Source: an optimization exercise on an open RTL-to-GDS flow (aim: small area, a short achievable clock period and few clock cycles per item). Production flows keep margins and buffers that such runs may drop.
Only simulation tests tie the RTL to the original design; equivalence was not proved.
Power and IR drop assume default switching activity.

==> flow/design.v, too long to show whole: its modules and the start of the top module <==
// module mix_unit: 169 lines
// module mix_unit_mul: 904 lines
module mix_unit (
    input  wire        clk,
    input  wire        rst,         
    input  wire        in_valid,
    output reg         in_ready,
    input  wire        in_last,     
    input  wire [23:0] in_x,        
    input  wire [23:0] in_g,        
    input  wire [1:0]  in_op,       
    input  wire [4:0]  in_sink,
    output reg         out_valid,
    output reg  [4:0]  out_sink,
    output reg  [23:0] out_value,   
    output reg         out_sat,     
    output reg         out_aov      
);
  // ...
==> flow/flow/run.sh <==
#!/bin/bash
# Standard layout, with timing repair aimed below the clock period: repair
# treats any path slower than (period - SETUP_SLACK_MARGIN) as failing.
set -euo pipefail
bash standard.sh SETUP_SLACK_MARGIN=9.0 finish > flow.log 2>&1
==> flow/standard.sh <==
#!/bin/bash
# synth_recipe.tcl (not shown) runs the flow's synth.tcl, then flattens the netlist and writes it again
# the make line also repeats each setting of config.mk as NAME=value (left out here)
make -C /OpenROAD-flow-scripts/flow DESIGN_CONFIG=/design/flow/config.mk WORK_HOME=/design/flow/orfs CLKGATE_MAP_FILE= SYNTH_SCRIPT=/design/flow/synth_recipe.tcl "${@:-finish}"
==> flow/config.mk <==
export PLATFORM = sky130hd
export DESIGN_NAME = mix_unit
export DESIGN_NICKNAME = mix_unit
export VERILOG_FILES = /design/flow/design.v
export SDC_FILE = /design/flow/constraint.sdc
export NUM_CORES = 4
export LEC_CHECK = 0
export CAP_MARGIN = 20
export CORE_MARGIN = 2
export CORE_UTILIZATION = 40
export PLACE_DENSITY = 0.6
export SLEW_MARGIN = 20
==> flow/constraint.sdc <==
create_clock -name core_clock -period 13.0 [get_ports {clk}]
set_input_delay 2.6000 -clock core_clock [delete_from_list [all_inputs] [get_ports {clk}]]
set_output_delay 2.6000 -clock core_clock [all_outputs]
set_load 0.01 [all_outputs]
==> summary.txt, run 1 <==
Floorplanning
  – Die area: around 200000 sq um
  – Starting Density: 0.403
  – Tap cells: around 2600
  – Die W: about 450 microns

Drt
  – Vias: around 45000
  – Wire length on met1: about 89000 microns
  – WL per Instance: approximately 27 microns
  – Met3 WL: approximately 15000 microns
  – DRT antenna net count: 0
  – # DRC: 0

Setup path
  – Startpoint types: flop
  – FF-to-FF End: s2_a[19]$_SDFF_PP0_
  – Worst EP required: around 10 ns
  – CP Max Fanout: 1

Worst hold path
  – Hold Path Depth: 0

Pwr
  – Comb power: about 5.0 mW
  – Power Total: 17.8 mW
  – Sequential share of power: 0.431
  – Comb pwr share: 0.280

Clock tree
  – Clock Tree Buf Depth: 3
  – Sink Count: 1726
  – CTS resizes: about 120

Layout
  – Share of layout cells above drive strength 1: 0.180
  – Storage cell area: roughly 47000 sq um
  – Sequential cells: between 1500 and 2000
  – Ant. Diodes: 2

Synth
  – Post-Synth XOR/XNOR Area: 0.0493
  – Adder-Cell Fraction of Synth Area: 0.0822
  – Netlist cell types: around 80
  – Share of the synthesized area in the top cell type: 0.488

Timing
  – Setup ws final: just over 9 ns
  – Unrepaired setup endpoints after global routing: true
  – Actual slew at the worst max-slew pin: between 1 and 1.5 ns
  – Crit share post-route: 0.303
  – FMAX: approximately 250 MHz

Run
  – Reported max-cap violation count: 0

Status
  – Status: timing/DRC/antenna clean

Placed design
  – Final GP Congestion: slightly below 0.9

Global route
  – GRT busiest layer: met2
Testbench counts, summed over its fixed seeds: cycles 36,107, items 25,835.
==> inputs of run 2 (changes only) <==
==> flow/run.sh (new file) <==
#!/bin/bash
# synth_recipe.tcl (not shown) runs the flow's synth.tcl, then flattens the netlist and writes it again
# the make line also repeats each setting of config.mk as NAME=value (left out here)
make -C /OpenROAD-flow-scripts/flow DESIGN_CONFIG=/design/flow/config.mk WORK_HOME=/design/flow/orfs CLKGATE_MAP_FILE= SYNTH_SCRIPT=/design/flow/synth_recipe.tcl finish
removed: flow/flow/run.sh
removed: flow/standard.sh
==> run 2 against run 1 <==
Against the previous run:
- still clean
- worst hold slack is essentially flat
- die area is the same
- wire length grew 0.14%
- fmax shrank 14%
==> summary.txt, run 2 <==
Status
  – Status: timing/DRC/antenna clean

Clock tree
  – Clk root buf: clkbuf_16
  – CTS buffer count: between 150 and 200
  – Hold_buf cts: 0
  – Clk slew on worst S/H paths: 0.06 ns
  – Sink Count: 1726 (unchanged)
  – Clock Tree Buf Depth: 3 (unchanged)
  – CTS resizes: 0 (-100%)
  – CTS tree: done
  – Clock latency on the worst-skew pair: between 0.8 and 0.9 ns
  – Setup bufs post-CTS: 0
  – Htree depth: 4

Drt
  – Drt first pass iters: 6
  – Vias: 45098 (unchanged)
  – Via density per instance: between 5 and 6
  – Iteration-0 DRC Markers: 5233
  – Post-Route WL: 217000 microns
  – DRT antenna net count: 0 (unchanged)
  – # DRC: 0 (unchanged)
  – WL per Instance: 27.5 microns (+0.14%)

Timing
  – Final Hold Fails: 0
  – Crit path time final: 4.55 ns
  – FMAX: 220 MHz (-14%)
  – Final number of max-transition violations: 0
  – Unrepaired setup endpoints after global routing: false
  – Actual slew at the worst max-slew pin: 1.30 ns (+0.0653 ns)
  – Crit share post-route: 0.350 (+0.0473)
  – Setup TNS: 0 ns
  – Setup violators final: 0
  – Clock skew: ~0.073 ns
  – Rel. slew slack: 0.133

Run
  – Reported max-cap violation count: 0 (unchanged)

Layout
  – Total Nets Final: about 5500
  – Most common cell after layout, fill and taps aside: edfxtp_1
  – Fin cells: between 7000 and 8000
  – Largest reg by FF count: acc
  – Share of layout cells above drive strength 1: 0.175 (-0.00472)
  – Layout area overhead: 12.8%
  – Most frequent cells in the layout: edfxtp_1 (1280), dfxtp_1 (438), mux4_2 (410), a22oi_1 (317), xnor2_1 (252)
  – Max reg flops: 1280

Synth
  – Post-synthesis sequential area ratio: 0.602
  – Count leader, synth: edfxtp_1
  – Post-synthesis net count: about 5500
  – Post-synth top cells: edfxtp_1 (1280), dfxtp_1 (446), mux4_2 (410), a22oi_1 (317), xnor2_1 (252)
  – Area of the mapped netlist: roughly 79000 sq um
  – Share of the synthesized area in the top cell type: 0.488 (unchanged)
  – Asr flop ratio synth: 0
  – Synth Warn #: 1
  – Top FF cell, synth: edfxtp_1
  – Top cells by area, synth: edfxtp_1 (49%), mux4_2 (12%), dfxtp_1 (11%)
  – Flops & latches, synth: ~1700
  – Netlist cell types: 81 (unchanged)
  – Gate Count Post-Synth: 5050
  – Synthesized area per cell: approximately 16 sq um
  – EDFF count, synth: ~1300
  – Yosys top cell by area: edfxtp_1

Pwr
  – Pwr/cell area: between 200 and 250 nW/um^2
  – Comb pwr share: 0.280 (about the same)
  – Sw Share: 0.330
  – Leak: 30.9 nW
  – Net Switching: between 5 and 6 mW
  – Power Total: 17.8 mW (about the same)
  – Peak supply drop: between 0.0001 and 0.00015 V
  – Sequential share of power: 0.431 (about the same)
  – P_int: between 10 and 15 mW
  – Clock share of power: 0.289

Floorplanning
  – Die Height: approximately 450 microns
  – Core ar.: approximately 200000 sq um
  – # IOs: 92
  – Die area: 200000 sq um (unchanged)
  – Rows: between 150 and 200
  – Die W: 448 microns (unchanged)
  – Starting Density: 0.403 (unchanged)

Global route
  – Antenna violations before repair: 2
  – Vias in the first global route: 45412
  – Total GRT Usage: 0.215
  – GRT overflow: 0
  – Global-route wire length before repair: 315000 microns
  – Largest net degree at the start of global routing: 90

Setup path
  – Worst Setup End Kind: flop
  – CP Max Fanout: 49 (+48)
  – WP data arrival: 5.21 ns
  – Setup Crit Path Kind: flop to flop
  – Startpoint types: flop
  – Worst EP required: 13.65 ns (+3.25 ns)

Placed design
  – PortBufs: 91
  – Post-DP HPWL: around 120000 microns
  – Placed instance count: roughly 7600
  – Final GP Congestion: 0.878 (unchanged)

Worst hold path
  – HP Class: flop to flop
## run 2: cell types whose count changed in the layout (fill, tap and decap cells not counted), sizes merged
cell	delta
buf	-21
clkbuf	-2
clkdlybuf4s15	-10
clkdlybuf4s50	+33
diode	+1
dlygate4sd2	-1
## run 2: per-layer routing
metal / wire [microns] / track usage / vias to the layer above
met5: 0 / 0 / -
met4: 8210 / 0.0798 / 0
met3: 15200 / 0.0334 / 392
met2: 104000 / 0.352 / 1887
met1: 88900 / 0.291 / 23463
li1: - / - / 19356
## run 2: cells by family after synthesis
kind of cell / share of synthesized area
compound gates: 0.0758
xor+xnor: 0.0493
fa+ha+maj: 0.0822
buf+inv: 0.0275
flops: 0.602
mux: 0.130
simple gates: 0.0335
## run 2: worst paths after layout
kind,endpoint,cells after the start,from,slack (ns)
worst max register to register,s2_a[28]$_SDFF_PP0_,7,s1_sink[0]$_SDFF_PP0_,8.45
worst min-delay path,s1_op[1]$_DFF_P_,0,s0_op[1]$_DFF_P_,0.33
worst max-delay path,s2_a[28]$_SDFF_PP0_,7,s1_sink[0]$_SDFF_PP0_,8.45
worst min register to register,s1_op[1]$_DFF_P_,0,s0_op[1]$_DFF_P_,0.33
## run 2: critical path: stages, from the launching register on
cell      delay [ns]
dfxtp_4         0.82
buf_4           0.91
buf_4           0.82
mux4_2          0.60
mux4_2          0.48
mux2_2          0.28
a22oi_1         0.18
a211oi_1        0.10
## run 2: stage by stage
stage	instance area (sq um)	utilization	setup slack, ns	hold WS [ns]
after detailed placement	82800	0.424	8.34	0.315
after global placement	82800	0.424	8.35	0.311
after floorplan	78700	-	9.59	0.310
final	88800	0.455	8.45	0.330
after CTS	88800	0.455	8.34	0.332
after global routing	88800	0.455	8.01	0.339
## run 2: power by group through the flow
stage          Sequential, mW  Combinational, mW  Clock, mW
3_3_place_gp             7.77               4.91          0
3_5_place_dp             7.80               4.98          0
2_1_floorplan            7.40               3.61          0
5_1_grt                  7.76               5.59       5.48
6_report                 7.69               4.99       5.16
4_1_cts                  7.69               5.01       5.26
## run 2: area by class of cell
type / count / area (sq um)
Antenna cell: 3 / 7.51
Multi-Input combinational cell: 2760 / 29500
Clock inverter: 75 / 1070
Tap cell: 2624 / 3280
Inverter: 235 / 887
Timing Repair Buffer: 206 / 1770
Sequential cell: 1726 / 47400
Fill cell: 16778 / 106000
Clock buffer: 254 / 4930
==> module mix_unit, before the edit <==
module mix_unit (
    input  wire        clk,
    input  wire        rst,         
    input  wire        in_valid,
    output reg         in_ready,
    input  wire        in_last,     
    input  wire [23:0] in_x,        
    input  wire [23:0] in_g,        
    input  wire [1:0]  in_op,       
    input  wire [4:0]  in_sink,
    output reg         out_valid,
    output reg  [4:0]  out_sink,
    output reg  [23:0] out_value,   
    output reg         out_sat,     
    output reg         out_aov      
);
    localparam OP_SET    = 2'b00;
    localparam OP_ACC    = 2'b01;
    localparam OP_ACCNEG = 2'b10;
    wire accept = in_valid & in_ready & ~rst;
    wire [24:0] g_ext = {in_g, 1'b0};
    wire [11:0] bd_neg, bd_one, bd_two;
    genvar gi;
    generate
        for (gi = 0; gi < 12; gi = gi + 1) begin : g_booth
            assign bd_neg[gi] = g_ext[2*gi+2];
            assign bd_one[gi] = g_ext[2*gi+1] ^ g_ext[2*gi];
            assign bd_two[gi] = ( g_ext[2*gi+2] & ~g_ext[2*gi+1] & ~g_ext[2*gi]) |
                                (~g_ext[2*gi+2] &  g_ext[2*gi+1] &  g_ext[2*gi]);
        end
    endgenerate
    reg        s0_v;
    reg        s0_last;
    reg [23:0] s0_x;
    reg [11:0] s0_neg, s0_one, s0_two;
    reg [1:0]  s0_op;
    reg [4:0]  s0_sink;
    always @(posedge clk) begin
        s0_v    <= accept;
        s0_last <= in_last;
        s0_x    <= in_x;
        s0_neg  <= bd_neg;
        s0_one  <= bd_one;
        s0_two  <= bd_two;
        s0_op   <= in_op;
        s0_sink <= in_sink;
    end
    wire [143:0] mul_rows;
    mix_unit_mul u_mul (.x(s0_x), .neg(s0_neg), .one(s0_one), .two(s0_two),
                        .rows(mul_rows));
    reg         s1_v;             
    reg         s1_rd;            
    reg         s1_last;
    reg [1:0]   s1_op;
    reg [4:0]   s1_sink;
    reg [143:0] s1_rows;
    wire rd_start = s1_v & s1_last;
    wire rd_more  = s1_rd & (s1_sink != 5'd31);
    always @(posedge clk) begin
        s1_last <= s0_last;
        s1_op   <= s0_op;
        s1_rows <= mul_rows;
        if (rd_start)
            s1_sink <= 5'd0;
        else if (rd_more)
            s1_sink <= s1_sink + 5'd1;
        else
            s1_sink <= s0_sink;
    end
    reg [39:0] acc [0:31];
    reg [31:0] written;
    reg [39:0] cur, wb;
    reg [4:0]  cur_sink, wb_sink;
    reg        cur_valid, wb_valid;
    reg        aov;
    wire [47:0] r0 = s1_rows[47:0];
    wire [47:0] r1 = s1_rows[95:48];
    wire [47:0] r2 = s1_rows[143:96];
    wire [47:0] cs_s = r0 ^ r1 ^ r2;
    wire [47:0] cs_c = {(r0[46:0] & r1[46:0]) | (r0[46:0] & r2[46:0]) |
                        (r1[46:0] & r2[46:0]), 1'b0};
    wire [47:0] psum = cs_s + cs_c;
    wire [27:0] prod = psum[47:20];
    wire        neg  = (s1_op == OP_ACCNEG);
    wire        nop  = ~s1_v | (s1_op == 2'b11);
    reg        s2_v;
    reg        s2_rd;
    reg [4:0]  s2_sink;
    reg [27:0] s2_b;
    reg        s2_cin;
    reg        s2_same;           
    reg [39:0] s2_a;              
    wire        fwd_c    = cur_valid & (s1_sink == cur_sink);
    wire        fwd_w    = wb_valid & (s1_sink == wb_sink);
    wire [39:0] rd_val   = fwd_c ? cur : fwd_w ? wb :
                           (written[s1_sink] ? acc[s1_sink] : 40'd0);
    wire [4:0]  nxt_sink = s2_v ? s2_sink : cur_sink;
    wire        nxt_vld  = s2_v | cur_valid;
    wire        is_set   = s1_v & (s1_op == OP_SET);
    always @(posedge clk) begin
        s2_sink <= s1_sink;
        s2_b    <= nop ? 28'd0 : (neg ? ~prod : prod);
        s2_cin  <= s1_v & neg;
        s2_same <= ~s1_v | (nxt_vld & (s1_sink == nxt_sink) & ~is_set);
        s2_a    <= is_set ? 40'd0 : rd_val;
    end
    wire [40:0] b_op  = {{12{s2_b[27]}}, s2_b, s2_cin};
    wire [40:0] sum_c = {cur,  1'b1} + b_op;
    wire [40:0] sum_a = {s2_a, 1'b1} + b_op;
    wire        ovf_c = (cur[39]  == s2_b[27]) & (sum_c[40] != cur[39]);
    wire        ovf_a = (s2_a[39] == s2_b[27]) & (sum_a[40] != s2_a[39]);
    wire rd_end = s1_rd & (s1_sink == 5'd31);      
    always @(posedge clk) begin
        cur <= s2_same ? sum_c[40:1] : sum_a[40:1];
        wb  <= cur;
        wb_sink <= cur_sink;
        if (s2_v)
            cur_sink <= s2_sink;
        if (wb_valid)
            acc[wb_sink] <= wb;
    end
    wire [39:0] ro_val = (s2_sink == cur_sink) ? cur : s2_a;
    wire        ro_hi  = ~ro_val[39] & (|ro_val[38:23]);
    wire        ro_lo  =  ro_val[39] & ~(&ro_val[38:23]);
    always @(posedge clk) begin
        out_sink  <= s2_sink;
        out_value <= ro_hi ? 24'h7F_FFFF : ro_lo ? 24'h80_0000 : ro_val[23:0];
        out_sat   <= ro_hi | ro_lo;
        out_aov   <= aov;
    end
    always @(posedge clk) begin
        if (rst) begin
            in_ready  <= 1'b1;
            s1_v      <= 1'b0;
            s1_rd     <= 1'b0;
            s2_v      <= 1'b0;
            s2_rd     <= 1'b0;
            out_valid <= 1'b0;
            cur_valid <= 1'b0;
            wb_valid  <= 1'b0;
            written   <= 32'd0;
            aov       <= 1'b0;
        end else begin
            s1_v      <= s0_v;
            s1_rd     <= rd_start | rd_more;
            s2_v      <= s1_v;
            s2_rd     <= s1_rd;
            out_valid <= s2_rd;
            wb_valid  <= cur_valid;
            if (accept & in_last)
                in_ready <= 1'b0;
            else if (s1_rd & (s1_sink == 5'd29))
                in_ready <= 1'b1;
            if (wb_valid)
                written[wb_sink] <= 1'b1;
            if (s2_v)
                cur_valid <= 1'b1;
            if (s2_same ? ovf_c : ovf_a)
                aov <= 1'b1;
            if (rd_end) begin
                written   <= 32'd0;
                cur_valid <= 1'b0;
                wb_valid  <= 1'b0;
            end
            if (s2_rd & (s2_sink == 5'd31))
                aov <= 1'b0;
        end
    end
endmodule
==> inputs of run 3 (changes only) <==
--- a/flow/design.v
+++ b/flow/design.v
@@ -55,2 +55,3 @@
     reg [4:0]   s1_sink;
+    reg [31:0]  s1_sel;           
     reg [143:0] s1_rows;
@@ -62,8 +63,12 @@
         s1_rows <= mul_rows;
-        if (rd_start)
+        if (rd_start) begin
             s1_sink <= 5'd0;
-        else if (rd_more)
+            s1_sel  <= 32'd1;
+        end else if (rd_more) begin
             s1_sink <= s1_sink + 5'd1;
-        else
+            s1_sel  <= {s1_sel[30:0], 1'b0};
+        end else begin
             s1_sink <= s0_sink;
+            s1_sel  <= 32'd1 << s0_sink;
+        end
     end
@@ -94,4 +99,11 @@
     wire        fwd_w    = wb_valid & (s1_sink == wb_sink);
-    wire [39:0] rd_val   = fwd_c ? cur : fwd_w ? wb :
-                           (written[s1_sink] ? acc[s1_sink] : 40'd0);
+    wire [31:0] rd_sel   = s1_sel & written;
+    reg  [39:0] rd_file;
+    integer ri;
+    always @(*) begin
+        rd_file = 40'd0;
+        for (ri = 0; ri < 32; ri = ri + 1)
+            rd_file = rd_file | (acc[ri] & {40{rd_sel[ri]}});
+    end
+    wire [39:0] rd_val   = fwd_c ? cur : fwd_w ? wb : rd_file;
     wire [4:0]  nxt_sink = s2_v ? s2_sink : cur_sink;
==> flow/flow/run.sh (new file) <==
#!/bin/bash
# Standard layout, with timing repair aimed below the clock period: repair
# treats any path slower than (period - SETUP_SLACK_MARGIN) as failing.
set -euo pipefail
bash standard.sh SETUP_SLACK_MARGIN=9.0 finish > flow.log 2>&1
==> flow/standard.sh (new file) <==
#!/bin/bash
# synth_recipe.tcl (not shown) runs the flow's synth.tcl, then flattens the netlist and writes it again
# the make line also repeats each setting of config.mk as NAME=value (left out here)
make -C /OpenROAD-flow-scripts/flow DESIGN_CONFIG=/design/flow/config.mk WORK_HOME=/design/flow/orfs CLKGATE_MAP_FILE= SYNTH_SCRIPT=/design/flow/synth_recipe.tcl "${@:-finish}"
removed: flow/run.sh
==> run 3 against run 2 <==
Against the previous run:
- still clean on timing, DRC and antenna
- die area fell by 3.2%
- clock power rose by 3%
- clock-buffer cell count rose by 8
- setup slack improved by 0.61 ns
- global-route usage rose by 4.7 points
- register-to-register slack improved by 0.73 ns
- synthesized area fell by 3.3%
- critical path depth fell by 6
- critical path type is now flop to output port
- largest power group unchanged
==> summary.txt, run 3 <==
Status
  – Status: timing/DRC/antenna clean

Setup path
  – Slowest stage delay, CP: 0.30 ns (-0.61 ns)
  – WP data arrival: 1.34 ns (-3.87 ns)
  – Worst Setup End Kind: output port
  – FF-to-FF End: r1[28]$_DFF_P_
  – CP Max Fanout: 1 (-98%)
  – R2R Setup Slk: 9.18 ns (+0.73 ns)
  – CP Buf/Inv Count: 1 (-1)
  – Startpoint types: flop
  – R2R depth: 7 (unchanged)
  – Slowest cell on crit path: dfxtp_1
  – Worst EP required: 10.40 ns (-3.25 ns)
  – Top delay family on crit path: flip-flops
  – Setup Crit Path Kind: flop to output port
  – R2r startpoint: s0_neg[7]$_DFF_P_
  – CP cell instances: clkdlybuf4s15_2

Synth
  – Synthesized area per cell: 13.8 sq um (-12%)
  – Post-synthesis net count: 5968 (+8.6%)
  – Synth Warn #: 1 (unchanged)
  – Count leader, synth: edfxtp_1
  – Netlist cell types: 81 (unchanged)
  – Yosys top cell by area: edfxtp_1
  – Post-synth top cells: edfxtp_1 (1280), a22oi_1 (753), dfxtp_1 (478), clkbuf_1 (330), xnor2_1 (248)
  – EDFF count, synth: 1280 (unchanged)
  – Flops & latches, synth: 1758 (+1.9%)
  – Post-synthesis sequential area ratio: 0.631 (+0.0288)
  – Area of the mapped netlist: 76100 sq um (-3.3%)
  – Top FF cell, synth: edfxtp_1
  – Top cells by area, synth: edfxtp_1 (50%), dfxtp_1 (13%), a22oi_1 (7.4%)
  – Share of the synthesized area in the top cell type: 0.505 (+0.0165)
  – Asr flop ratio synth: 0 (unchanged)
  – Gate Count Post-Synth: 5523 (+9.4%)

Worst hold path
  – Min-Delay Endpoint: s1_op[1]$_DFF_P_
  – Hold_sp: s0_op[1]$_DFF_P_
  – Hold Path Depth: 0 (unchanged)
  – HP Class: flop to flop

Timing
  – Crit path time final: 3.94 ns (-0.614 ns)
  – Setup TNS: 0 ns (unchanged)
  – Clock skew: 0.0976 ns (+0.0244 ns)
  – Unrepaired setup endpoints after global routing: false
  – Crit share post-route: 0.303 (-0.0472)
  – Worst Hold Margin: 0.327 ns (-0.00339 ns)
  – Setup ws final: 9.06 ns (+0.614 ns)
  – Actual slew at the worst max-slew pin: 1.23 ns (-0.0642 ns)
  – Setup violators final: 0 (unchanged)
  – Final number of max-transition violations: 0 (unchanged)
  – Rel. slew slack: 0.173 (+0.0401)
  – Final Hold Fails: 0 (unchanged)
  – FMAX: 254 MHz (+16%)

Layout
  – Share of layout cells above drive strength 1: 0.101 (-0.0747)
  – Total Nets Final: 6013 (+8.4%)
  – Most common cell after layout, fill and taps aside: edfxtp_1
  – Most frequent cells in the layout: edfxtp_1 (1280), a22oi_1 (753), dfxtp_1 (468), xnor2_1 (248), fa_1 (219)
  – Max reg flops: 1280 (unchanged)
  – Largest reg by FF count: acc
  – Fin cells: 8232 (+4.4%)
  – Layout area overhead: 13.3%

Floorplanning
  – Die W: 440 microns (-1.6%)
  – # IOs: 92 (unchanged)
  – Rows: 160 (-1.2%)
  – Die area: 194000 sq um (-3.2%)
  – Die Height: 440 microns (-1.6%)
  – Starting Density: 0.402 (-0.00167)
  – Core ar.: 190000 sq um (-2.9%)

Drt
  – DRT antenna net count: 0 (unchanged)
  – DR top layer: met4
  – Vias: 50792 (+13%)
  – Iteration-0 DRC Markers: 7459 (+43%)
  – Met3 WL: 26000 microns (+71%)
  – Wire length on met1: 99900 microns (+12%)
  – Via density per instance: 6.17 (+7.9%)
  – Post-Route WL: 258000 microns (+19%)
  – # DRC: 0 (unchanged)
  – WL per Instance: 31.3 microns (+14%)
  – Drt first pass iters: 8 (+2)
  – Routed wl met2: 121000 microns (+16%)

Pwr
  – Pwr/cell area: 203 nW/um^2 (+1.1%)
  – Power Total: 17.5 mW (-1.8%)
  – Peak supply drop: 0.000149 V (+7.1%)
  – Leak: 30.4 nW (-1.7%)

Global route
  – Vias in the first global route: 49730 (+9.5%)
  – Largest net degree at the start of global routing: 73 (-19%)
  – GRT overflow: 0 (unchanged)
  – Total GRT Usage: 0.262 (+0.0466)
  – Antenna violations before repair: 3 (+1)
  – Global-route wire length before repair: 365000 microns (+16%)

Run
  – Reported max-cap violation count: 0 (unchanged)

Clock tree
  – CTS tree: done
  – Clk root buf: clkbuf_16
  – Sink Count: 1758 (+1.9%)
  – Clock Tree Buf Depth: 3 (unchanged)
  – CTS buffer count: 178 (+2.3%)
  – Hold_buf cts: 0 (unchanged)
  – Clk slew on worst S/H paths: 0.06 ns (about the same)
  – Htree depth: 4 (unchanged)
  – Clock latency on the worst-skew pair: 0.86 ns (+0.03 ns)

Placed design
  – PortBufs: 91 (unchanged)
  – Final GP Congestion: 0.907 (+3.3%)
  – Post-DP HPWL: 144000 microns (+19%)
  – Placed instance count: 7898 (+4.6%)
  – DP Worst Slack: 8.51 ns (+0.168 ns)
-- run 3: worst max-delay path by stage --
stage / from / to / cells after the start
after floorplan: s0_neg[7]$_DFF_P_ / r1[22]$_DFF_P_ / 9
after global placement: rst / aov$_SDFFE_PP0P_ / 3
after detailed placement: rst / aov$_SDFFE_PP0P_ / 3
after CTS: out_sink[2]$_DFF_P_ / out_sink[2] / 1
after global routing: out_value[1]$_SDFF_PP1_ / out_value[1] / 1
final: out_value[1]$_SDFF_PP1_ / out_value[1] / 1
-- run 3: layout make-up --
cell class                 instances  area, sq um
timing repair buffer             241         1920
tap                             2511         3140
multi-input combinational       3188        26300
sequential                      1758        48000
fill                           16606       103000
clock inverter                    68          913
antenna                            3         7.51
inverter                         201          754
clock buffer                     262         5180
-- run 3: cell families (layout without fill, tap and decap cells) --
kind of cell | Yosys count | count (layout) | share of synthesized area
AO/OA/AOI/OAI | 1515 | 1515 | 0.143
XOR/XNOR | 461 | 461 | 0.0530
adder cells (fa/ha/maj) | 386 | 386 | 0.0850
buffers and inverters | 577 | 772 | 0.0285
flip-flops | 1758 | 1758 | 0.631
multiplexers | 43 | 43 | 0.00583
other | 0 | 3 | 0
AND/OR/NAND/NOR | 783 | 783 | 0.0535
-- run 3: per-layer routing --
metal / track usage / vias up
li1: - / 21210
met2: 0.423 / 3031
met4: 0.104 / 0
met1: 0.349 / 25944
met5: 0 / -
met3: 0.0498 / 607
-- run 3: where the power goes --
| part | total [mW] | switching, mW | internal (mW) |
|---|---|---|---|
| sequential | 7.67 | 0.765 | 6.91 |
| clock | 5.29 | 2.25 | 3.04 |
| combinational | 4.56 | 2.66 | 1.91 |
-- run 3: what timing repair did --
| item | CTS | global route |
|---|---|---|
| resized for setup | 121 | 6 |
| buffers inserted | 0 | 0 |
| endpoints found under the setup margin | 33 | 12 |
-- run 3: stage by stage --
stage,cell area [sq um],util
4_1_cts,86200,0.455
3_5_place_dp,80200,0.423
6_report,86200,0.455
2_1_floorplan,76100,-
5_1_grt,86200,0.455
3_3_place_gp,80200,0.423
Testbench counts of run 3, summed over its fixed seeds: cycles 36,107, items 25,835.
==> inputs of run 4 (changes only) <==
--- a/flow/config.mk
+++ b/flow/config.mk
@@ -9,4 +9,6 @@
 export CORE_MARGIN = 2
-export CORE_UTILIZATION = 40
-export PLACE_DENSITY = 0.6
+export CORE_UTILIZATION = 55
+export CTS_CLUSTER_DIAMETER = 100
+export CTS_CLUSTER_SIZE = 25
+export PLACE_DENSITY = 0.7
 export SLEW_MARGIN = 20
==> run 4 against run 3 <==
Against the previous run:
- flip-flop and latch count unchanged
- synthesized cell count did not move
- critical path type is now flop to flop
- highest routed layer is now met5
- design area fell by 5.1%
- die area shrank 27%
- sequential power about the same
- fmax shrank 0.45%
- wire length fell by 6.6%
==> summary.txt, run 4 <==
Pwr
  – Sw Share: 0.340 (+0.0162)
  – Peak supply drop: 0.000152 V (+2.5%)
  – Clock share of power: 0.199 (-0.103)
  – Power Total: 15.2 mW (-13%)
  – Leak: 28.6 nW (-5.8%)
  – Net Switching: 5.18 mW (-8.6%)
  – Comb pwr share: 0.297 (+0.037)
  – P_int: 10.1 mW (-15%)
  – Pwr/cell area: 186 nW/um^2 (-8.3%)
  – Sequential share of power: 0.504 (+0.066)

Timing
  – Clock skew: 0.0602 ns (-0.0374 ns)
  – Worst Hold Margin: 0.351 ns (+0.0241 ns)
  – Setup TNS: 0 ns (unchanged)
  – Crit share post-route: 0.304 (+0.00137)
  – Unrepaired setup endpoints after global routing: false
  – Rel. slew slack: 0.165 (-0.00795)
  – Final number of max-transition violations: 0 (unchanged)
  – FMAX: 253 MHz (-0.45%)
  – Crit path time final: 3.96 ns (+0.0178 ns)
  – Actual slew at the worst max-slew pin: 1.25 ns (+0.0160 ns)
  – Final Hold Fails: 0 (unchanged)
  – Setup violators final: 0 (unchanged)

Clock tree
  – Hold_buf cts: 0 (unchanged)
  – CTS buffer count: 82 (-54%)
  – Clock latency on the worst-skew pair: 0.77 ns (-0.09 ns)
  – Clock Tree Buf Depth: 3 (unchanged)
  – Clk root buf: clkbuf_16
  – Sink Count: 1758 (unchanged)
  – CTS tree: done
  – Clk slew on worst S/H paths: 0.09 ns (+0.03 ns)
  – Htree depth: 3 (-1)

Setup path
  – Setup Crit Path Kind: flop to flop
  – CP cell instances: inv_2, xnor2_1, fa_1, fa_1, inv_1, fa_1, fa_1
  – Slowest stage delay, CP: 0.89 ns (+0.59 ns)
  – Startpoint types: flop
  – Slowest cell on crit path: dfxtp_1
  – Worst Setup End Kind: flop
  – Worst EP required: 13.60 ns (+3.20 ns)
  – Crit path top cell by count: fa_1
  – CP Max Fanout: 18 (+17)
  – WP data arrival: 4.56 ns (+3.22 ns)

Placed design
  – Placed cell areas: 79300 sq um (-1.2%)
  – PortBufs: 91 (unchanged)
  – Post-DP HPWL: 136000 microns (-5.6%)
  – Final GP Congestion: 0.903 (-0.35%)

Drt
  – Vias: 50239 (-1.1%)
  – Drt first pass iters: 6 (-2)
  – # DRC: 0 (unchanged)
  – Iteration-0 DRC Markers: 8032 (+7.7%)
  – DRT antenna net count: 0 (unchanged)
  – Post-Route WL: 241000 microns (-6.6%)
  – WL per Instance: 32.9 microns (+5.0%)
  – Via density per instance: 6.86 (+11%)

Floorplanning
  – Die W: 376 microns (-15%)
  – Die Height: 376 microns (-15%)
  – Rows: 136 (-15%)
  – # IOs: 92 (unchanged)
  – Core ar.: 137000 sq um (-27%)
  – Starting Density: 0.554 (+0.152)
  – Die area: 141000 sq um (-27%)

Synth
  – Count leader, synth: edfxtp_1
  – Post-synth top cells: edfxtp_1 (1280), a22oi_1 (753), dfxtp_1 (478), clkbuf_1 (330), xnor2_1 (248)
  – Synth Warn #: 1 (unchanged)
  – Post-Synth XOR/XNOR Area: 0.0530 (unchanged)
  – Post-synthesis net count: 5968 (unchanged)
  – Yosys top cell by area: edfxtp_1
  – Share of the synthesized area in the top cell type: 0.505 (unchanged)
  – Gate Count Post-Synth: 5523 (unchanged)
  – Largest family of logic cells by synthesized area: compound AO/OA/AOI/OAI gates
  – Mux share of post-synthesis cell area: 0.00583 (unchanged)
  – Compound-Gate Fraction of Synth Area: 0.143 (unchanged)
  – Netlist cell types: 81 (unchanged)
  – Synthesized area per cell: 13.8 sq um (unchanged)
  – Flops & latches, synth: 1758 (unchanged)
  – Top FF cell, synth: edfxtp_1
  – Area share of and/or/nand/nor cells after synthesis: 0.0535 (unchanged)
  – Area of the mapped netlist: 76100 sq um (unchanged)
  – EDFF count, synth: 1280 (unchanged)
  – Post-synthesis sequential area ratio: 0.631 (unchanged)
  – Adder-Cell Fraction of Synth Area: 0.0850 (unchanged)
  – Asr flop ratio synth: 0 (unchanged)
  – Top cells by area, synth: edfxtp_1 (50%), dfxtp_1 (13%), a22oi_1 (7.4%)

Worst hold path
  – HP Class: flop to flop

Layout
  – Max reg flops: 1280 (unchanged)
  – Share of layout cells above drive strength 1: 0.0659 (-0.0346)
  – Largest reg by FF count: acc
  – Fin area: 81800 sq um (-5.1%)
  – Most common cell after layout, fill and taps aside: edfxtp_1
  – Total Nets Final: 5902 (-1.8%)
  – Most frequent cells in the layout: edfxtp_1 (1280), a22oi_1 (753), dfxtp_1 (462), xnor2_1 (248), fa_1 (219)
  – Util after Layout: 0.595 (+0.140)
  – Layout area overhead: 7.47%

Global route
  – GRT overflow: 0 (unchanged)
  – Largest net degree at the start of global routing: 47 (-36%)
  – Total GRT Usage: 0.336 (+0.0736)
  – Vias in the first global route: 48536 (-2.4%)
  – Global-route wire length before repair: 342000 microns (-6.3%)
  – Antenna violations before repair: 7 (+4)

Status
  – Status: timing/DRC/antenna clean

Run
  – Reported max-cap violation count: 0 (unchanged)
run 4: cell counts after synthesis:
Identical to the previous run, type by type.
run 4: power groups by stage:
stage	Combinational, mW	Sequential, mW	Clock, mW
after detailed placement	4.48	7.78	0
after CTS	4.49	7.65	3.05
after global placement	4.40	7.75	0
after global routing	5.02	7.73	3.23
after floorplan	3.32	7.42	0
final	4.53	7.68	3.04
run 4: repair_timing:
item	4_1_cts	5_1_grt
cloned	0	0
resized for setup	35	6
endpoints found under the setup margin	33	4
setup buffers	0	0
pin swaps	0	0
run 4: critical path, delay by kind of cell, from the launching register on:
family,cells,cell delay (ns)
xor gates and xnor gates,1,0.40
adders and majority gates,4,1.94
buffers and inverters,2,0.61
DFF,1,0.89
run 4: final cells by class:
type	instances	area (sq um)
clock inverters	14	268
well taps	1794	2240
repair buffers	226	1940
flip-flops and latches	1758	48000
inverters	201	754
clock buffers	133	2260
fillers	10650	55700
diodes	6	15.0
multi-input cells	3188	26300
run 4: per-stage QoR:
stage / worst slack [ns] / instances
3_3_place_gp: 8.09 / 7162
3_5_place_dp: 8.52 / 7166
4_1_cts: 8.87 / 7313
5_1_grt: 9.00 / 7314
6_report: 9.04 / 7320
2_1_floorplan: 9.48 / 5523
run 4: logic make-up (layout without fill, tap and decap cells):
group	after synthesis	count (layout)
simple gates	783	783
compound gates	1515	1515
flops	1758	1758
other cells	0	6
mux	43	43
buf+inv	577	574
xor+xnor	461	461
fa+ha+maj	386	386
run 4: metal layers:
metal,wire (microns),vias to the layer above,global-route usage
li1,-,20850,-
met4,14400,6,0.169
met1,86600,24938,0.447
met2,110000,3724,0.528
met5,29,-,0
met3,30100,721,0.0658
run 4: worst paths after layout:
path	start	end	slack [ns]	depth (start not counted)
setup reg to reg	s0_neg[7]$_DFF_P_	r1[28]$_DFF_P_	9.04	7
hold / removal	s0_last$_DFF_P_	s1_last$_DFF_P_	0.35	0
hold reg to reg	s0_last$_DFF_P_	s1_last$_DFF_P_	0.35	0
setup / recovery	s0_neg[7]$_DFF_P_	r1[28]$_DFF_P_	9.04	7
==> inputs of run 5 (changes only) <==
--- a/flow/design.v
+++ b/flow/design.v
@@ -19,2 +19,3 @@
     localparam OP_ACCNEG = 2'b10;
+    localparam NV        = 8;       
     wire accept = in_valid & in_ready & ~rst;
@@ -37,3 +38,13 @@
     reg [4:0]  s0_sink;
-    always @(posedge clk) begin
+    reg        s0_same;           
+    reg [4:0]  prev_sink;         
+    reg        prev_valid;        
+    always @(posedge clk) begin
+        if (rst)
+            prev_valid <= 1'b0;
+        else if (accept)
+            prev_valid <= ~in_last;
+        if (accept)
+            prev_sink <= in_sink;
+        s0_same <= prev_valid & (in_sink == prev_sink);
         s0_v    <= accept;
@@ -50,5 +61,5 @@
                         .rows(mul_rows));
-    reg         s1_v;             
-    reg         s1_rd;            
+    reg         s1_v;
     reg         s1_last;
+    reg         s1_same;
     reg [1:0]   s1_op;
@@ -57,21 +68,13 @@
     reg [143:0] s1_rows;
-    wire rd_start = s1_v & s1_last;
-    wire rd_more  = s1_rd & (s1_sink != 5'd31);
     always @(posedge clk) begin
         s1_last <= s0_last;
+        s1_same <= s0_same;
         s1_op   <= s0_op;
+        s1_sink <= s0_sink;
+        s1_sel  <= 32'd1 << s0_sink;
         s1_rows <= mul_rows;
-        if (rd_start) begin
-            s1_sink <= 5'd0;
-            s1_sel  <= 32'd1;
-        end else if (rd_more) begin
-            s1_sink <= s1_sink + 5'd1;
-            s1_sel  <= {s1_sel[30:0], 1'b0};
-        end else begin
-            s1_sink <= s0_sink;
-            s1_sel  <= 32'd1 << s0_sink;
-        end
     end
     reg [39:0] acc [0:31];
-    reg [31:0] written;
+    reg [31:0] wn;                
+    reg [31:0] wo;                
     reg [39:0] cur, wb;
@@ -79,3 +82,7 @@
     reg        cur_valid, wb_valid;
-    reg        aov;
+    reg        cur_last, wb_last;
+    reg        aov_n, aov_o;
+    reg        ro_act;
+    reg [4:0]  rp;                
+    reg [31:0] rp_sel;            
     wire [47:0] r0 = s1_rows[47:0];
@@ -91,3 +98,3 @@
     reg        s2_v;
-    reg        s2_rd;
+    reg        s2_last;
     reg [4:0]  s2_sink;
@@ -96,2 +103,6 @@
     reg        s2_same;           
+    reg        s2_az;             
+    reg        s2_cap;            
+    reg        s2_vgt;            
+    reg        s2_veq;            
     reg [39:0] s2_a;              
@@ -99,15 +110,23 @@
     wire        fwd_w    = wb_valid & (s1_sink == wb_sink);
-    wire [31:0] rd_sel   = s1_sel & written;
-    reg  [39:0] rd_file;
-    integer ri;
+    wire        w_need   = s1_v & ~s1_same;
+    wire        ro_go    = ro_act & ~(w_need & (s1_sink[0] == rp[0]));
+    wire        wsel0    = w_need & ~s1_sink[0];
+    wire        wsel1    = w_need &  s1_sink[0];
+    reg  [39:0] bank0, bank1;
+    integer bi;
     always @(*) begin
-        rd_file = 40'd0;
-        for (ri = 0; ri < 32; ri = ri + 1)
-            rd_file = rd_file | (acc[ri] & {40{rd_sel[ri]}});
-    end
-    wire [39:0] rd_val   = fwd_c ? cur : fwd_w ? wb : rd_file;
-    wire [4:0]  nxt_sink = s2_v ? s2_sink : cur_sink;
-    wire        nxt_vld  = s2_v | cur_valid;
-    wire        is_set   = s1_v & (s1_op == OP_SET);
+        bank0 = 40'd0;
+        bank1 = 40'd0;
+        for (bi = 0; bi < 16; bi = bi + 1) begin
+            bank0 = bank0 | (acc[2*bi] & {40{wsel0 ? s1_sel[2*bi] : rp_sel[2*bi]}});
+            bank1 = bank1 | (acc[2*bi+1] & {40{wsel1 ? s1_sel[2*bi+1] : rp_sel[2*bi+1]}});
+        end
+    end
+    wire [39:0] port1    = s1_sink[0] ? bank1 : bank0;
+    wire [39:0] port2    = rp[0] ? bank1 : bank0;
+    wire [39:0] rd_val   = fwd_c ? cur : fwd_w ? wb : port1;
+    wire        first    = ~s1_same & ~fwd_c & ~fwd_w & ~wn[s1_sink];
+    wire        is_set   = s1_op == OP_SET;
     always @(posedge clk) begin
+        s2_last <= s1_last;
         s2_sink <= s1_sink;
@@ -115,11 +134,15 @@
         s2_cin  <= s1_v & neg;
-        s2_same <= ~s1_v | (nxt_vld & (s1_sink == nxt_sink) & ~is_set);
-        s2_a    <= is_set ? 40'd0 : rd_val;
+        s2_same <= ~s1_v | (s1_same & ~is_set);
+        s2_az   <= is_set | first;
+        s2_cap  <= s1_v & first & ro_act & wo[s1_sink];
+        s2_vgt  <= {1'b0, s1_sink} > ({1'b0, rp} + {5'd0, ro_go});
+        s2_veq  <= {1'b0, s1_sink} == ({1'b0, rp} + {5'd0, ro_go});
+        s2_a    <= rd_val;
     end
+    wire [39:0] a_new = s2_a & {40{~s2_az}};
     wire [40:0] b_op  = {{12{s2_b[27]}}, s2_b, s2_cin};
-    wire [40:0] sum_c = {cur,  1'b1} + b_op;
-    wire [40:0] sum_a = {s2_a, 1'b1} + b_op;
-    wire        ovf_c = (cur[39]  == s2_b[27]) & (sum_c[40] != cur[39]);
-    wire        ovf_a = (s2_a[39] == s2_b[27]) & (sum_a[40] != s2_a[39]);
-    wire rd_end = s1_rd & (s1_sink == 5'd31);      
+    wire [40:0] sum_c = {cur,   1'b1} + b_op;
+    wire [40:0] sum_a = {a_new, 1'b1} + b_op;
+    wire        ovf_c = (cur[39]   == s2_b[27]) & (sum_c[40] != cur[39]);
+    wire        ovf_a = (a_new[39] == s2_b[27]) & (sum_a[40] != a_new[39]);
     always @(posedge clk) begin
@@ -128,4 +151,7 @@
         wb_sink <= cur_sink;
-        if (s2_v)
+        wb_last <= cur_last;
+        if (s2_v) begin
             cur_sink <= s2_sink;
+            cur_last <= s2_last;
+        end
         if (wb_valid)
@@ -133,11 +159,64 @@
     end
-    wire [39:0] ro_val = (s2_sink == cur_sink) ? cur : s2_a;
-    wire        ro_hi  = ~ro_val[39] & (|ro_val[38:23]);
-    wire        ro_lo  =  ro_val[39] & ~(&ro_val[38:23]);
-    always @(posedge clk) begin
-        out_sink  <= s2_sink;
-        out_value <= ro_hi ? 24'h7F_FFFF : ro_lo ? 24'h80_0000 : ro_val[23:0];
-        out_sat   <= ro_hi | ro_lo;
-        out_aov   <= aov;
+    function [24:0] sat25;        
+        input [39:0] v;
+        reg hi, lo;
+        begin
+            hi = ~v[39] & (|v[38:23]);
+            lo =  v[39] & ~(&v[38:23]);
+            sat25 = {hi | lo, hi ? 24'h7F_FFFF : lo ? 24'h80_0000 : v[23:0]};
+        end
+    endfunction
+    reg [NV-1:0] vv;
+    reg [4:0]    vt [0:NV-1];
+    reg [24:0]   vd [0:NV-1];
+    reg [NV-1:0] v_alloc;
+    integer vi;
+    always @(*) begin
+        v_alloc = {NV{1'b0}};
+        for (vi = NV - 1; vi >= 0; vi = vi - 1)
+            if (!vv[vi]) v_alloc = {NV{1'b0}} | ({{(NV-1){1'b0}}, 1'b1} << vi);
+    end
+    reg [NV-1:0] v_hit;
+    reg [24:0]   v_hd;
+    always @(*) begin
+        v_hd = 25'd0;
+        for (vi = 0; vi < NV; vi = vi + 1) begin
+            v_hit[vi] = vv[vi] & (vt[vi] == rp);
+            v_hd = v_hd | (v_hit[vi] ? vd[vi] : 25'd0);
+        end
+    end
+    wire        v_keep = s2_cap & ro_act & (s2_vgt | (s2_veq & ~ro_go));
+    wire [24:0] s2_sat = sat25(s2_a);
+    always @(posedge clk) begin
+        for (vi = 0; vi < NV; vi = vi + 1)
+            if (v_keep & v_alloc[vi]) begin
+                vt[vi] <= s2_sink;
+                vd[vi] <= s2_sat;
+            end
     end
+    reg [3:0] v_used;
+    always @(*) begin
+        v_used = 4'd0;
+        for (vi = 0; vi < NV; vi = vi + 1)
+            v_used = v_used + {3'd0, vv[vi]};
+    end
+    wire [3:0] v_need = {3'd0, s2_cap} + {3'd0, s1_v & ~s1_same} +
+                        {3'd0, s0_v & ~s0_same} + 4'd2;
+    wire v_room = (v_used + v_need <= NV);
+    wire [24:0] r_sat = (|v_hit) ? v_hd : sat25(wo[rp] ? port2 : 40'd0);
+    always @(posedge clk) begin
+        out_sink  <= rp;
+        out_value <= r_sat[23:0];
+        out_sat   <= r_sat[24];
+        out_aov   <= aov_o;
+    end
+    reg  pdone;                   
+    reg  block;                   
+    wire done_now = pdone | (wb_valid & wb_last);
+    wire swap     = done_now & (~ro_act | (ro_go & (rp == 5'd31)));
+    wire lw_s2    = s2_v & s2_last;
+    wire early    = lw_s2 & ~ro_act & ~done_now & ~(cur_valid & cur_last);
+    wire young    = (s0_v & s0_last) | (s1_v & s1_last);
+    wire unblock  = ~young & ((swap & ~lw_s2) | early);
+    wire block_n  = (accept & in_last) | (block & ~unblock);
     always @(posedge clk) begin
@@ -146,34 +225,47 @@
             s1_v      <= 1'b0;
-            s1_rd     <= 1'b0;
             s2_v      <= 1'b0;
-            s2_rd     <= 1'b0;
-            out_valid <= 1'b0;
             cur_valid <= 1'b0;
             wb_valid  <= 1'b0;
-            written   <= 32'd0;
-            aov       <= 1'b0;
+            wn        <= 32'd0;
+            aov_n     <= 1'b0;
+            pdone     <= 1'b0;
+            block     <= 1'b0;
+            ro_act    <= 1'b0;
+            out_valid <= 1'b0;
+            vv        <= {NV{1'b0}};
         end else begin
             s1_v      <= s0_v;
-            s1_rd     <= rd_start | rd_more;
             s2_v      <= s1_v;
-            s2_rd     <= s1_rd;
-            out_valid <= s2_rd;
+            out_valid <= ro_go;
+            block     <= block_n;
+            in_ready  <= ~block_n & v_room;
             wb_valid  <= cur_valid;
-            if (accept & in_last)
-                in_ready <= 1'b0;
-            else if (s1_rd & (s1_sink == 5'd29))
-                in_ready <= 1'b1;
-            if (wb_valid)
-                written[wb_sink] <= 1'b1;
             if (s2_v)
                 cur_valid <= 1'b1;
+            if (wb_valid)
+                wn[wb_sink] <= 1'b1;
             if (s2_same ? ovf_c : ovf_a)
-                aov <= 1'b1;
-            if (rd_end) begin
-                written   <= 32'd0;
+                aov_n <= 1'b1;
+            if (wb_valid & wb_last)
+                pdone <= 1'b1;
+            if (ro_go) begin
+                rp <= rp + 5'd1;
+                rp_sel <= {rp_sel[30:0], rp_sel[31]};
+                if (rp == 5'd31)
+                    ro_act <= 1'b0;
+            end
+            vv <= (vv & ~(ro_go ? v_hit : {NV{1'b0}})) |
+                  (v_keep ? v_alloc : {NV{1'b0}});
+            if (swap) begin
+                wo        <= wn | (wb_valid ? (32'd1 << wb_sink) : 32'd0);
+                wn        <= 32'd0;
+                aov_o     <= aov_n;
+                aov_n     <= 1'b0;
+                pdone     <= 1'b0;
                 cur_valid <= 1'b0;
                 wb_valid  <= 1'b0;
+                ro_act    <= 1'b1;
+                rp        <= 5'd0;
+                rp_sel    <= 32'd1;
             end
-            if (s2_rd & (s2_sink == 5'd31))
-                aov <= 1'b0;
         end
==> run 5 against run 4 <==
Against the previous run:
- still clean
- clock skew rose by 0.019 ns
- synthesized area rose by 19%
- via count rose by 13%
- worst hold slack improved by 0.0043 ns
- core utilization rose by 0.28 points
- clock power rose by 17%
- design area rose by 19%
- non-clock buffer count rose by 18
- register-to-register slack got worse by 0.04 ns
==> summary.txt, run 5 <==
Setup path
  – R2r startpoint: s1_sink[0]$_DFF_P_
  – CP Max Fanout: 40 (+22)
  – R2R Setup Slk: 9.00 ns (-0.04 ns)
  – Startpoint types: flop
  – Worst EP required: 13.70 ns (+0.10 ns)
  – FF-to-FF End: out_value[13]$_DFF_P_
  – Setup Crit Path Kind: flop to flop
  – WP data arrival: 4.70 ns (+0.14 ns)
  – Worst Setup End Kind: flop
  – R2R depth: 13 (+6)
  – CP Launch Point: s1_sink[0]$_DFF_P_

Synth
  – Post-synthesis net count: 6852 (+15%)
  – Area of the mapped netlist: 90600 sq um (+19%)
  – Synthesized area per cell: 14.2 sq um (+2.8%)
  – Synth Warn #: 3 (+2)
  – Count leader, synth: edfxtp_1
  – Top cells by area, synth: edfxtp_1 (53%), dfxtp_1 (11%), a22oi_1 (5.1%)
  – Yosys top cell by area: edfxtp_1
  – Top FF cell, synth: edfxtp_1
  – Post-synthesis sequential area ratio: 0.639 (+0.00868)
  – Post-synth top cells: edfxtp_1 (1601), a22oi_1 (614), dfxtp_1 (491), nor2_1 (300), xnor2_1 (260)
  – Asr flop ratio synth: 0 (unchanged)
  – Gate Count Post-Synth: 6390 (+16%)
  – Share of the synthesized area in the top cell type: 0.531 (+0.0259)
  – Netlist cell types: 81 (unchanged)
  – Flops & latches, synth: 2092 (+19%)
  – EDFF count, synth: 1601 (+25%)

Timing
  – Setup violators final: 0 (unchanged)
  – Final Hold Fails: 0 (unchanged)
  – Rel. slew slack: 0.185 (+0.0194)
  – Clock skew: 0.0789 ns (+0.0188 ns)
  – Actual slew at the worst max-slew pin: 1.22 ns (-0.0290 ns)
  – Final number of max-transition violations: 0 (unchanged)
  – Setup TNS: 0 ns (unchanged)
  – FMAX: 250 MHz (-1.0%)
  – Crit share post-route: 0.308 (+0.00322)
  – Setup ws final: 9.00 ns (-0.0418 ns)
  – Crit path time final: 4.00 ns (+0.0418 ns)
  – Worst Hold Margin: 0.355 ns (+0.00428 ns)
  – Unrepaired setup endpoints after global routing: false

Pwr
  – Net Switching: 5.33 mW (+2.8%)
  – Sequential share of power: 0.524 (+0.020)
  – Comb pwr share: 0.263 (-0.034)
  – Pwr/cell area: 171 nW/um^2 (-8.0%)
  – Clock share of power: 0.212 (+0.013)
  – Power Total: 16.7 mW (+9.6%)
  – Leak: 34.1 nW (+19%)
  – Peak supply drop: 0.000148 V (-3.0%)
  – P_int: 11.4 mW (+13%)
  – Sw Share: 0.319 (-0.0212)

Clock tree
  – Htree depth: 3 (unchanged)
  – Hold_buf cts: 0 (unchanged)
  – Clock latency on the worst-skew pair: 0.79 ns (+0.02 ns)
  – CTS tree: done
  – Clk root buf: clkbuf_16
  – Clock Tree Buf Depth: 3 (unchanged)
  – Clk slew on worst S/H paths: 0.10 ns (about the same)
  – Sink Count: 2092 (+19%)
  – CTS buffer count: 96 (+17%)

Layout
  – Total Nets Final: 6804 (+15%)
  – Fill cells: 12273 (+15%)
  – Area occupied by multi-input gates: 30800 sq um (+17%)
  – Share of layout cells above drive strength 1: 0.0858 (+0.0198)
  – Max reg flops: 1280 (unchanged)
  – Most common cell after layout, fill and taps aside: edfxtp_1
  – Fin area: 97500 sq um (+19%)
  – Largest reg by FF count: acc
  – Fin cells: 8600 (+17%)
  – Storage cell area: 58000 sq um (+21%)
  – Most frequent cells in the layout: edfxtp_1 (1601), a22oi_1 (613), dfxtp_1 (441), nor2_1 (266), xnor2_1 (260)
  – Util after Layout: 0.598 (+0.00284)
  – Layout area overhead: 7.69%

Global route
  – Largest net degree at the start of global routing: 82 (+74%)
  – Vias in the first global route: 55265 (+14%)
  – Antenna violations before repair: 10 (+3)
  – GRT overflow: 0 (unchanged)
  – Global-route wire length before repair: 374000 microns (+9.3%)
  – Total GRT Usage: 0.302 (-0.0341)

Drt
  – Met3 WL: 26300 microns (-13%)
  – Vias: 56810 (+13%)
  – Wire length on met1: 99800 microns (+15%)
  – Post-Route WL: 259000 microns (+7.6%)
  – Drt first pass iters: 6 (unchanged)
  – DRT antenna net count: 0 (unchanged)
  – Iteration-0 DRC Markers: 8251 (+2.7%)
  – Via density per instance: 6.61 (-3.8%)
  – # DRC: 0 (unchanged)
  – DR top layer: met5
  – Routed wl met2: 122000 microns (+11%)
  – WL per Instance: 30.1 microns (-8.4%)

Floorplanning
  – Rows: 148 (+8.8%)
  – Starting Density: 0.555 (+0.00153)
  – Die W: 410 microns (+9.0%)
  – Core ar.: 163000 sq um (+19%)
  – # IOs: 92 (unchanged)
  – Die Height: 410 microns (+9.0%)
  – Die area: 168000 sq um (+19%)

Placed design
  – DP Worst Slack: 8.15 ns (-0.371 ns)
  – PortBufs: 91 (unchanged)
  – Placed instance count: 8390 (+17%)
  – Final GP Congestion: 0.931 (+3.1%)
  – Placed cell areas: 93800 sq um (+18%)
  – Post-DP HPWL: 152000 microns (+12%)

Worst hold path
  – Hold_sp: s0_op[1]$_DFF_P_
  – Min-Delay Endpoint: s1_op[1]$_DFF_P_
  – HP Class: flop to flop
  – Hold Path Depth: 0 (unchanged)

Run
  – Reported max-cap violation count: 0 (unchanged)

Status
  – Status: timing/DRC/antenna clean
-- run 5: changes by cell type after synthesis, moves of 82 or more --
| cell | before | now |
|---|---|---|
| nor2_1 | 168 | 300 |
| clkbuf_1 | 330 | 248 |
| nand3_1 | 29 | 145 |
| nand4_1 | 197 | 45 |
| a22o_1 | 94 | 211 |
| a221oi_1 | 85 | 216 |
| a22oi_1 | 753 | 614 |
| edfxtp_1 | 1280 | 1601 |
-- run 5: critical path: stages (launching register included) --
cell,delay (ns)
dfxtp_4,0.53
nand3b_4,0.14
buf_12,0.17
mux2_2,0.24
buf_6,0.45
a22o_1,0.24
a221oi_1,0.05
and4_1,0.30
nor4_1,0.60
mux2i_1,0.22
nor3_2,0.33
a31oi_2,0.15
buf_6,0.25
o2111ai_1,0.26
-- run 5: kinds of logic (layout without fill, tap and decap cells) --
| group | after synthesis | count (layout) | synth area share |
|---|---|---|---|
| flops | 2092 | 2092 | 0.639 |
| buf+inv | 627 | 652 | 0.0294 |
| compound gates | 1590 | 1592 | 0.131 |
| xor+xnor | 487 | 487 | 0.0471 |
| fa+ha+maj | 403 | 403 | 0.0744 |
| mux | 138 | 142 | 0.0208 |
| simple gates | 1053 | 1055 | 0.0576 |
| other cells | 0 | 2 | 0 |
-- run 5: layout make-up --
class,instances,share of cell area
Sequential cell,2092,0.594
Clock inverter,14,0.00255
Antenna cell,2,0.0000513
Timing Repair Buffer,244,0.0226
Inverter,229,0.00881
Tap cell,2175,0.0279
Clock buffer,165,0.0275
Multi-Input combinational cell,3679,0.316
-- run 5: power groups by stage --
| stage | logic, mW | registers (mW) | clock network (mW) |
|---|---|---|---|
| 6_report | 4.40 | 8.76 | 3.55 |
| 2_1_floorplan | 3.09 | 8.63 | 0 |
| 4_1_cts | 4.34 | 8.74 | 3.57 |
| 3_3_place_gp | 4.18 | 8.87 | 0 |
| 3_5_place_dp | 4.30 | 8.90 | 0 |
| 5_1_grt | 4.93 | 8.81 | 3.79 |
-- run 5: worst max path at each step --
stage / endpoint / slack, ns / cells after the start
2_1_floorplan: rp[0]$_SDFFCE_PP0P_ / 9.03 / 3
3_3_place_gp: out_value[14]$_DFF_P_ / 8.32 / 11
3_5_place_dp: out_value[4]$_DFF_P_ / 8.15 / 11
4_1_cts: s2_b[13]$_SDFF_PP0_ / 8.96 / 12
5_1_grt: out_value[3]$_DFF_P_ / 8.99 / 14
6_report: out_value[13]$_DFF_P_ / 9.00 / 13
-- run 5: what timing repair did --
item | in CTS | in global routing
resized for setup | 174 | 39
buffers inserted | 16 | 5
setup endpoints to repair | 148 | 161
cloned | 3 | 5
pin swaps | 7 | 4
-- run 5: per-layer routing --
metal,GRT usage,vias to the layer above
met1,0.421,28649
met2,0.484,3447
met4,0.110,6
met5,0,-
li1,-,24176
met3,0.0433,532
Testbench counts of run 5, summed over its fixed seeds: cycles 28,021, items 25,835.
==> inputs of run 6 (changes only) <==
--- a/flow/design.v
+++ b/flow/design.v
@@ -205,8 +205,21 @@
     wire v_room = (v_used + v_need <= NV);
-    wire [24:0] r_sat = (|v_hit) ? v_hd : sat25(wo[rp] ? port2 : 40'd0);
+    reg        r_v;
+    reg [4:0]  r_sink;
+    reg        r_aov;
+    reg        r_hit;
+    reg [24:0] r_hd;
+    reg [39:0] r_raw;
     always @(posedge clk) begin
-        out_sink  <= rp;
+        r_sink <= rp;
+        r_aov  <= aov_o;
+        r_hit  <= |v_hit;
+        r_hd   <= v_hd;
+        r_raw  <= wo[rp] ? port2 : 40'd0;
+    end
+    wire [24:0] r_sat = r_hit ? r_hd : sat25(r_raw);
+    always @(posedge clk) begin
+        out_sink  <= r_sink;
         out_value <= r_sat[23:0];
         out_sat   <= r_sat[24];
-        out_aov   <= aov_o;
+        out_aov   <= r_aov;
     end
@@ -233,2 +246,3 @@
             ro_act    <= 1'b0;
+            r_v       <= 1'b0;
             out_valid <= 1'b0;
@@ -238,3 +252,4 @@
             s2_v      <= s1_v;
-            out_valid <= ro_go;
+            r_v       <= ro_go;
+            out_valid <= r_v;
             block     <= block_n;
--- a/flow/flow/run.sh
+++ b/flow/flow/run.sh
@@ -4,2 +4,2 @@
 set -euo pipefail
-bash standard.sh SETUP_SLACK_MARGIN=9.0 finish > flow.log 2>&1
+bash standard.sh SETUP_SLACK_MARGIN=9.3 finish > flow.log 2>&1
--- a/flow/config.mk
+++ b/flow/config.mk
@@ -9,6 +9,6 @@
 export CORE_MARGIN = 2
-export CORE_UTILIZATION = 55
+export CORE_UTILIZATION = 65
 export CTS_CLUSTER_DIAMETER = 100
 export CTS_CLUSTER_SIZE = 25
-export PLACE_DENSITY = 0.7
+export PLACE_DENSITY = 0.78
 export SLEW_MARGIN = 20
==> run 6 against run 5 <==
Against the previous run:
- clock skew decreased by 0.041 ns
- critical endpoint is now s2_b[14]$_SDFF_PP0_
- first-iteration DRC count up 0.65%
- critical path depth unchanged
- flip-flop and latch count increased by 73
- register-to-register slack better by 0.18 ns
==> summary.txt, run 6 <==
Status
  – Status: timing/DRC/antenna clean

Worst hold path
  – HP Class: flop to flop
  – Hold Path Depth: 0 (unchanged)
  – Hold_sp: s0_op[0]$_DFF_P_
  – Min-Delay Endpoint: s1_op[0]$_DFF_P_

Setup path
  – R2R depth: 13 (unchanged)
  – WP data arrival: 4.38 ns (-0.32 ns)
  – Setup Crit Path Kind: flop to flop
  – Worst Setup End Kind: flop
  – Top delay family on crit path: compound AO/OA/AOI/OAI gates
  – FF-to-FF End: s2_b[14]$_SDFF_PP0_
  – CP cell instances: fa_1, ha_1, a21o_1, a211o_1, o311a_4, or3_4, a211o_4, buf_4, buf_6, a41o_1, a31oi_1, xnor2_1, nor2_1
  – Startpoint types: flop
  – CP Buf/Inv Count: 2 (-1)
  – Worst EP required: 13.57 ns (-0.13 ns)
  – R2R Setup Slk: 9.18 ns (+0.18 ns)
  – Slowest stage delay, CP: 0.49 ns (-0.11 ns)
  – Slowest cell on crit path: fa_1
  – CP Max Fanout: 4 (-90%)
  – R2r startpoint: r0[4]$_DFF_P_

Drt
  – WL per Instance: 30.1 microns (about the same)
  – Vias: 58703 (+3.3%)
  – Via density per instance: 6.93 (+5.0%)
  – DRT antenna net count: 0 (unchanged)
  – # DRC: 0 (unchanged)
  – Post-Route WL: 255000 microns (-1.5%)
  – Drt first pass iters: 9 (+3)
  – Iteration-0 DRC Markers: 8305 (+0.65%)

Timing
  – Unrepaired setup endpoints after global routing: true
  – Actual slew at the worst max-slew pin: 1.23 ns (+0.00517 ns)
  – Setup violators final: 0 (unchanged)
  – Worst Hold Margin: 0.332 ns (-0.0234 ns)
  – FMAX: 262 MHz (+4.8%)
  – Crit path time final: 3.82 ns (-0.183 ns)
  – Rel. slew slack: 0.181 (-0.00345)
  – Setup TNS: 0 ns (unchanged)
  – Final Hold Fails: 0 (unchanged)
  – Crit share post-route: 0.294 (-0.0141)
  – Setup ws final: 9.18 ns (+0.183 ns)
  – Clock skew: 0.0384 ns (-0.0405 ns)
  – Final number of max-transition violations: 0 (unchanged)

Synth
  – Yosys top cell by area: edfxtp_1
  – Post-synthesis sequential area ratio: 0.646 (+0.00632)
  – Synth Warn #: 3 (unchanged)
  – Gate Count Post-Synth: 6566 (+2.8%)
  – Post-synth top cells: edfxtp_1 (1601), a22oi_1 (697), dfxtp_1 (564), nor2_1 (333), clkbuf_1 (286)
  – Asr flop ratio synth: 0 (unchanged)
  – Post-synthesis net count: 7028 (+2.6%)
  – Area of the mapped netlist: 92000 sq um (+1.5%)
  – Top cells by area, synth: edfxtp_1 (52%), dfxtp_1 (12%), a22oi_1 (5.7%)
  – Netlist cell types: 79 (-2.5%)
  – Flops & latches, synth: 2165 (+3.5%)
  – EDFF count, synth: 1601 (unchanged)
  – Count leader, synth: edfxtp_1
  – Synthesized area per cell: 14.0 sq um (-1.2%)
  – Top FF cell, synth: edfxtp_1
  – Share of the synthesized area in the top cell type: 0.523 (-0.00795)

Global route
  – Largest net degree at the start of global routing: 82 (unchanged)
  – Antenna violations before repair: 6 (-4)
  – Vias in the first global route: 57494 (+4.0%)
  – Global-route wire length before repair: 371000 microns (-0.77%)
  – GRT overflow: 0 (unchanged)
  – Total GRT Usage: 0.346 (+0.0447)

Placed design
  – Post-DP HPWL: 144000 microns (-5.2%)
  – Placed cell areas: 95000 sq um (+1.4%)
  – Placed instance count: 8274 (-1.4%)
  – PortBufs: 91 (unchanged)
  – Final GP Congestion: 0.935 (+0.43%)
  – DP Worst Slack: 8.00 ns (-0.148 ns)

Layout
  – Largest reg by FF count: acc
  – Max reg flops: 1280 (unchanged)
  – Layout area overhead: 7.16%
  – Most frequent cells in the layout: edfxtp_1 (1601), a22oi_1 (696), dfxtp_1 (514), nor2_1 (289), xnor2_1 (261)
  – Fin area: 98500 sq um (+1.0%)
  – Total Nets Final: 6967 (+2.4%)
  – Most common cell after layout, fill and taps aside: edfxtp_1
  – Fin cells: 8467 (-1.5%)
  – Share of layout cells above drive strength 1: 0.0855 (-0.000310)
  – Util after Layout: 0.699 (+0.101)

Clock tree
  – Clk root buf: clkbuf_16
  – Clock Tree Buf Depth: 3 (unchanged)
  – CTS buffer count: 98 (+2.1%)
  – Clock latency on the worst-skew pair: 0.76 ns (-0.03 ns)
  – CTS tree: done
  – Sink Count: 2165 (+3.5%)
  – Clk slew on worst S/H paths: 0.09 ns (about the same)
  – Hold_buf cts: 0 (unchanged)
  – Htree depth: 3 (unchanged)

Floorplanning
  – Die Height: 380 microns (-7.2%)
  – Rows: 138 (-6.8%)
  – Die W: 380 microns (-7.2%)
  – # IOs: 92 (unchanged)
  – Starting Density: 0.652 (+0.0966)
  – Die area: 144000 sq um (-14%)
  – Core ar.: 141000 sq um (-14%)

Pwr
  – Pwr/cell area: 175 nW/um^2 (+2.2%)
  – Leak: 34.5 nW (+1.2%)
  – Power Total: 17.3 mW (+3.2%)
  – Peak supply drop: 0.000146 V (-1.4%)

Run
  – Reported max-cap violation count: 0 (unchanged)
## run 6: cell types whose count changed in the layout (fill, tap and decap cells not counted), sizes merged, moves of 17 or more
cell | before | now
a22oi | 614 | 697
nand2 | 226 | 257
a21oi | 146 | 129
o311a | 2 | 41
a22o | 211 | 161
and4 | 27 | 5
nand3 | 145 | 190
nor2 | 303 | 336
a221oi | 217 | 165
inv | 237 | 219
o2111ai | 23 | 1
o21ai | 93 | 140
dfxtp | 491 | 564
## run 6: worst max-delay path by stage
stage / from / to / slack [ns] / cells after the start
after CTS: out_sink[0]$_DFF_P_ / out_sink[0] / 9.16 / 1
after global placement: rst / rp_sel[10]$_SDFFCE_PP0P_ / 8.10 / 2
after detailed placement: rst / rp_sel[10]$_SDFFCE_PP0P_ / 8.00 / 2
final: r0[4]$_DFF_P_ / s2_b[14]$_SDFF_PP0_ / 9.18 / 13
after global routing: r0[4]$_DFF_P_ / s2_b[14]$_SDFF_PP0_ / 9.05 / 13
after floorplan: rst / rp[0]$_SDFFCE_PP0P_ / 9.17 / 3
## run 6: cell type report
class	count	area, sq um
diodes	2	5.00
clock buffers	160	2730
clock inverters	10	144
fillers	9312	42500
inverters	213	800
multi-input cells	3786	31000
flip-flops and latches	2165	59400
well taps	1890	2360
repair buffers	241	2110
## run 6: what timing repair did
item,4_1_cts,5_1_grt
pin swaps,11,17
gates resized for setup,197,59
setup endpoints to repair,365,245
buffers inserted,10,3
gates cloned,4,1
## run 6: logic make-up (layout without fill, tap and decap cells)
logic type | after synthesis | count (layout) | share of synthesized area
simple gates | 1121 | 1125 | 0.0576
mux | 121 | 121 | 0.0170
xor+xnor | 485 | 485 | 0.0462
fa+ha+maj | 403 | 403 | 0.0733
other cells | 0 | 2 | 0
flops | 2165 | 2165 | 0.646
compound gates | 1652 | 1652 | 0.134
buf+inv | 619 | 624 | 0.0265
## run 6: layer usage
metal  GRT usage  wire length, microns
met5           0                    44
met4       0.175                 14500
met1       0.474                 92000
met2       0.538                116000
met3      0.0634                 32000
## run 6: power by group
group	switching, mW	internal (mW)	total [mW]
clock network	2.08	1.47	3.55
logic	2.58	2.03	4.61
registers	0.773	8.32	9.09
total	5.44	11.8	17.3
Testbench counts of run 6, summed over its fixed seeds: cycles 28,029, items 25,835.

port drivers added, routing unchanged:
The flow's constraints put no driver on any port. The routed layouts listed below were extracted and timed again, unchanged, in two steps.
Step 1 assumes that a clkbuf_16 drives the clock port and a buf_2 every other input.
Step 2 moves the port delays by t, midway between the first and last clock arrival at a register: inputs arrive t later, outputs are due t later. That takes back most of the time a late clock gives input paths.
Three values: no drivers, after step 1, after step 2; two values: the first two.
| run | shift t [ns] | setup slack, ns | worst setup path after step 2 | worst register clock-pin slew, ns |
|---|---|---|---|---|
| run 1 | 0.883 | 9.062 / 8.978 / 8.527 | input to register | 0.07 / 0.07 |
| run 2 | 0.879 | 8.446 / 8.406 / 8.446 | register to register | 0.07 / 0.07 |
| run 3 | 0.910 | 9.060 / 8.966 / 8.473 | input to register | 0.07 / 0.07 |
| run 4 | 0.834 | 9.042 / 8.971 / 8.832 | input to register | 0.10 / 0.10 |
| run 5 | 0.850 | 9.000 / 8.948 / 8.447 | input to register | 0.12 / 0.12 |
| run 6 | 0.828 | 9.184 / 9.101 / 8.649 | input to register | 0.10 / 0.10 |
After both steps every run listed still meets setup and hold. For run 3, which loses most, drivers alone change the setup slack by -0.094 ns; drivers and shift together by -0.587 ns.
